This is an optimization exercise on Yosys and OpenROAD, whose aim is small area, a short achievable clock period and few clock cycles per item, not a production implementation.
The RTL was checked by simulation tests, not by an equivalence proof against the original design.
Power figures rest on the tool's default switching activity, not on a simulated workload.

==> inputs of willow <==
Design glemi_alu, start of the top module:
module glemi_alu (
    input  wire        clk,
    input  wire        rst,
    input  wire        in_valid,
    output wire        in_ready,
    input  wire [5:0]  in_fn,
    input  wire [31:0] in_a,
    input  wire [31:0] in_b,
    input  wire [3:0]  in_flags,
    output reg         out_valid,
    output reg  [31:0] out_rd,
    output wire [31:0] out_rr,
    output reg         out_wr_rd,
    output reg         out_wr_rr,
    output wire [3:0]  out_flags,
    output reg         out_dz,
    output reg         out_illegal
);
    localparam FN_ADD   = 6'h00, FN_ADC   = 6'h01, FN_SUB   = 6'h02, FN_SBC  = 6'h03;
    localparam FN_CMP   = 6'h04, FN_NEG   = 6'h05, FN_AND   = 6'h06, FN_OR   = 6'h07;
    localparam FN_XOR   = 6'h08, FN_ANDN  = 6'h09, FN_NOT   = 6'h0A, FN_TST  = 6'h0B;
    localparam FN_MOV   = 6'h0C;
    localparam FN_LSL   = 6'h10, FN_LSR   = 6'h11, FN_ASR   = 6'h12, FN_ROR  = 6'h13;
    localparam FN_MUL   = 6'h18, FN_MULHS = 6'h19, FN_MULHU = 6'h1A;
    localparam FN_DIVS  = 6'h1C, FN_DIVU  = 6'h1D;
    localparam FN_SEXTB = 6'h20, FN_SEXTH = 6'h21, FN_ZEXTB = 6'h22, FN_ZEXTH = 6'h23;
    localparam FN_CLZ   = 6'h24;
    localparam S_EX   = 0,    
               S_MUL  = 1,    
               S_MALN = 2,    
               S_DNB  = 3,    
               S_DCLZ = 4,    
               S_DP2  = 5,    
               S_DIT  = 6,    
               S_DNR  = 7,    
               S_DNQ  = 8,    
               S_N    = 9;
    localparam R_ADD = 0, R_AND = 1, R_OR = 2, R_XOR = 3, R_ANDN = 4, R_NOT = 5,
               R_MOV = 6, R_SH = 7, R_SEXTB = 8, R_SEXTH = 9, R_ZEXTB = 10,
               R_ZEXTH = 11, R_CLZ = 12, R_DIV = 13, R_N = 14;
    reg        v1;                
    reg [5:0]  fn1;
    reg [31:0] a1, b1;
    reg [3:0]  fl1;
    reg        mul1, div1;        
    reg        single1;           
    reg [R_N-1:0] rs1;            
    reg        nz1, wr1, ill1;    
  ...
export LEC_CHECK = 0
export CAP_MARGIN = 20
export CORE_MARGIN = 2
export CORE_UTILIZATION = 40
export SETUP_SLACK_MARGIN = 5
export SLEW_MARGIN = 20
create_clock -name core_clock -period 11.0 [get_ports {clk}]
run.sh (not shown) runs the stock make flow with config.mk's settings and CLKGATE_MAP_FILE= SYNTH_SCRIPT=/design/flow/synth_recipe.tcl, a recipe that flattens the netlist after the stock synthesis.
==> garnet (differences from willow) <==
--- a/flow/design.v
+++ b/flow/design.v
@@ -51,14 +51,16 @@
     reg [S_N-1:0] st;
     reg        rdy;               
     reg [4:0]  cnt;
     reg [3:0]  kreg;              
     reg [1:0]  mb_one, mb_two, mb_neg;    
     reg        dlast;             
     reg [4:0]  dsh;               
+    reg [4:0]  ta_r, ra_r;        
+    reg        mpb_r;             
     reg        dsmall;            
     reg        qneg, rneg, dovf;
     reg [33:0] H;                 
     reg        nz_sel;
     reg [3:0]  fl_r;
     assign out_rr    = H[31:0];
     assign out_flags = {nz_sel ? out_rd[31] : fl_r[3],
@@ -149,32 +151,25 @@
         end
     endfunction
     wire [5:0]  clz_a  = clz32(a1);
     wire [5:0]  clz_b  = clz32(b1);
     wire [4:0]  k5     = b1[4:0];
     wire        k_ge32 = |b1[31:5];
     wire        k_is32 = (b1 == 32'd32);
-    wire [4:0]  m_s    = 5'd0 - {kreg[2:0], 2'b00};     
-    wire        m_pb   = (fn1 == FN_MUL) || (kreg == 4'd9);  
     wire        sh_l   = (fn1[1:0] == 2'd0);            
-    reg  [4:0]  t_amt, r_amt;
+    wire [4:0]  t_amt  = ta_r;
+    wire [4:0]  r_amt  = ra_r;
     reg  [31:0] r_p, r_q;
     always @(*) begin
-        t_amt = k5;
-        r_amt = sh_l ? (5'd0 - k5) : k5;
         r_p   = a1;
         r_q   = a1;
         if (st_maln) begin
-            t_amt = m_s;
-            r_amt = m_s;
-            r_p   = m_pb ? b1 : H[31:0];
-            r_q   = m_pb ? H[31:0] : {{31{H[33]}}, H[32]};
+            r_p   = mpb_r ? b1 : H[31:0];
+            r_q   = mpb_r ? H[31:0] : {{31{H[33]}}, H[32]};
         end else if (st_dp2) begin
-            t_amt = dsh;
-            r_amt = 5'd0 - dsh;
             r_p   = b1;
             r_q   = b1;
         end
     end
     wire [31:0] tm  = 32'hFFFF_FFFF << t_amt;
     wire [31:0] r_x = (r_p & tm) | (r_q & ~tm);
     function [31:0] rotr32(input [31:0] v, input [4:0] s);
@@ -337,19 +332,21 @@
     wire rneg_nx   = dset ? a_neg : rneg;
     wire done_nx   = (st_nx[S_EX]  && single_nx) ||
                      st_nx[S_MALN] ||
                      (st_nx[S_DIT] && dlast_nx && !qneg_nx && !rneg_nx) ||
                      (st_nx[S_DNR] && !qneg_nx) ||
                      st_nx[S_DNQ];
     wire        mx_nx  = st_mul && (kreg == 4'd9) && (cnt == 5'd2);    
-    wire [31:0] in_y   = in_swap ? in_a : in_b;
-    wire [4:0]  nd     = take ? {in_y[3:0], 1'b0} :
-                         mx_nx ? {4'd0, b1[3]} : b1[7:3];
-    wire [2:0]  nd0    = booth_dec(nd[2:0]);
-    wire [2:0]  nd1    = booth_dec(nd[4:2]);
+    wire [4:0]  nd     = mx_nx ? {4'd0, b1[3]} : b1[7:3];
+    wire [2:0]  nda0   = booth_dec({in_a[1:0], 1'b0});
+    wire [2:0]  nda1   = booth_dec(in_a[3:1]);
+    wire [2:0]  ndb0   = booth_dec({in_b[1:0], 1'b0});
+    wire [2:0]  ndb1   = booth_dec(in_b[3:1]);
+    wire [2:0]  nd0    = take ? (in_swap ? nda0 : ndb0) : booth_dec(nd[2:0]);
+    wire [2:0]  nd1    = take ? (in_swap ? nda1 : ndb1) : booth_dec(nd[4:2]);
     always @(posedge clk) begin
         if (rst) begin
             v1        <= 1'b0;
             st        <= {{(S_N-1){1'b0}}, 1'b1};
             rdy       <= 1'b1;
             out_valid <= 1'b0;
         end else begin
@@ -397,14 +394,25 @@
         rneg  <= rneg_nx;
         if (dset)
             dovf <= d_sgn & (a1 == 32'h8000_0000) & (b1 == 32'hFFFF_FFFF);
         if ((st_ex && div1) || st_dclz) begin
             dsh    <= clz_b[4:0] - clz_a[4:0];
             dsmall <= (clz_b < clz_a);
         end
+        if (take) begin
+            ta_r <= in_b[4:0];
+            ra_r <= (in_fn[1:0] == 2'd0) ? (5'd0 - in_b[4:0]) : in_b[4:0];
+        end else if (st_ex && mul1) begin
+            ta_r  <= 5'd0 - {m_k[2:0], 2'b00};           
+            ra_r  <= 5'd0 - {m_k[2:0], 2'b00};
+            mpb_r <= (fn1 == FN_MUL) || (m_k == 4'd9);
+        end else if ((st_ex && div1) || st_dclz) begin
+            ta_r <= clz_b[4:0] - clz_a[4:0];
+            ra_r <= clz_a[4:0] - clz_b[4:0];
+        end
     end
     always @(posedge clk) begin
         if (take) begin
             fn1     <= in_fn;
             a1      <= in_swap ? in_b : in_a;
             b1      <= in_swap ? in_a : in_b;
             fl1     <= in_flags;
@@ -421,18 +429,18 @@
                 b1 <= {m_sum[3:0], b1[31:4]};
             if (dset && a_neg)
                 a1 <= add_res;
             if (st_dnb)
                 b1 <= add_res;
             if (st_dp2 && !dsmall)
                 b1 <= rot & tm;
-            if (st_dit) begin
-                a1 <= d_rem;
+            if (st_dit && d_ge)
+                a1 <= add_res;
+            if (st_dit)
                 b1 <= {1'b0, b1[31:1]};
-            end
             if (st_dnr && qneg)
                 a1 <= add_res;
         end
     end
     always @(posedge clk) begin
         if (mul_step)
             H <= m_hn;
==> flow/flow/run.sh (new file) <==
#!/bin/bash
set -e
export BUFFER_PORTS_ARGS="-buffer_cell sky130_fd_sc_hd__buf_1"
export ADDER_MAP_FILE=
export SETUP_SLACK_MARGIN=7.25
bash standard.sh > standard.log 2>&1
==> flow/standard.sh (new file) <==
#!/bin/bash
# synth_recipe.tcl (not shown) runs the flow's synth.tcl, then flattens the netlist and writes it again
# the make line also repeats each setting of config.mk as NAME=value (left out here)
make -C /OpenROAD-flow-scripts/flow DESIGN_CONFIG=/design/flow/config.mk WORK_HOME=/design/flow/orfs CLKGATE_MAP_FILE= SYNTH_SCRIPT=/design/flow/synth_recipe.tcl "${@:-finish}"
ABC_AREA = 1   (was default)
CORE_UTILIZATION = 45   (was 40)
SETUP_SLACK_MARGIN = default   (was 5)
removed: flow/run.sh
==> nickel (differences from willow) <==
ABC_AREA = 1   (was default)
CORE_UTILIZATION = 70   (was 40)
==> out/metrics.csv <==
stage;metric;value;unit
sta;final setup skew;0.0302;ns
status;status;finished clean;
yosys;Simple-Gate Fraction of Synth Area;19.9;%
pwr;Power, Total;7.93;mW
sta;Slew Limit Fails;0;
worst_hold_path;Hold Path Sink;out_wr_rd;
the above is filed under willow

==> out/metrics.csv <==
stage;metric;value;unit
global_route;largest net degree at the start of global routing;85;
status;Tool Error;[ERROR GRT-0183] Net _1217_: the 3D maze router ran out of legal paths (heap underflow) - the net is boxed in by local congestion or blockages.;
yosys;register area share after synthesis;19.1;%
yosys;Simple-Gate Fraction of Synth Area;29.6;%
floorplanning;Die Ht;212;um
status;status;aborted with a tool error;
yosys;cell area after synthesis;30200;um2
status;Stopped at;global routing (5_1_grt);
placed_design;Placed Cells;5174;
the above is filed under nickel

==> out/metrics.csv <==
stage;metric;value;unit
status;status;finished clean;
worst_hold_path;Hold Path Sink;out_illegal;
clock_network;CTS resizes;146;
sta;Slew Limit Fails;0;
yosys;Simple-Gate Fraction of Synth Area;39.5;%
pwr;Power, Total;7.38;mW
the above is filed under garnet

Testbench counts of willow, summed over its fixed seeds: cycles 44,555, ops 24,000.
Testbench counts of garnet, summed over its fixed seeds: cycles 44,555, ops 24,000.
Testbench counts of nickel, summed over its fixed seeds: cycles 44,555, ops 24,000.

[re-timing with driven ports]
How much do the figures lean on ideal ports? The routed layouts below were timed once more, with nothing changed but the port constraints.
Step 1 assumes that a clkbuf_16 drives the clock port and a buf_2 every other input.
Step 2 also shifts input and output timing later by t, the mid clock arrival at the registers, as if the neighbouring blocks saw the same clock.
a / b / c = ideal / step 1 / step 2; a / b = the first two.
| run | t (ns) | setup slack, ns | worst setup path at the end | worst slew at a driven data input, ns |
|---|---|---|---|---|
| willow | 0.700 | 4.960 / 4.960 / 4.887 | input to register | 0.05 |
| garnet | 0.696 | 6.513 / 6.437 / 6.560 | input to register | 0.06 |
After both steps every run listed still meets setup and hold. For willow, which loses most, drivers alone change the setup slack by 0.000 ns; drivers and shift together by -0.073 ns.
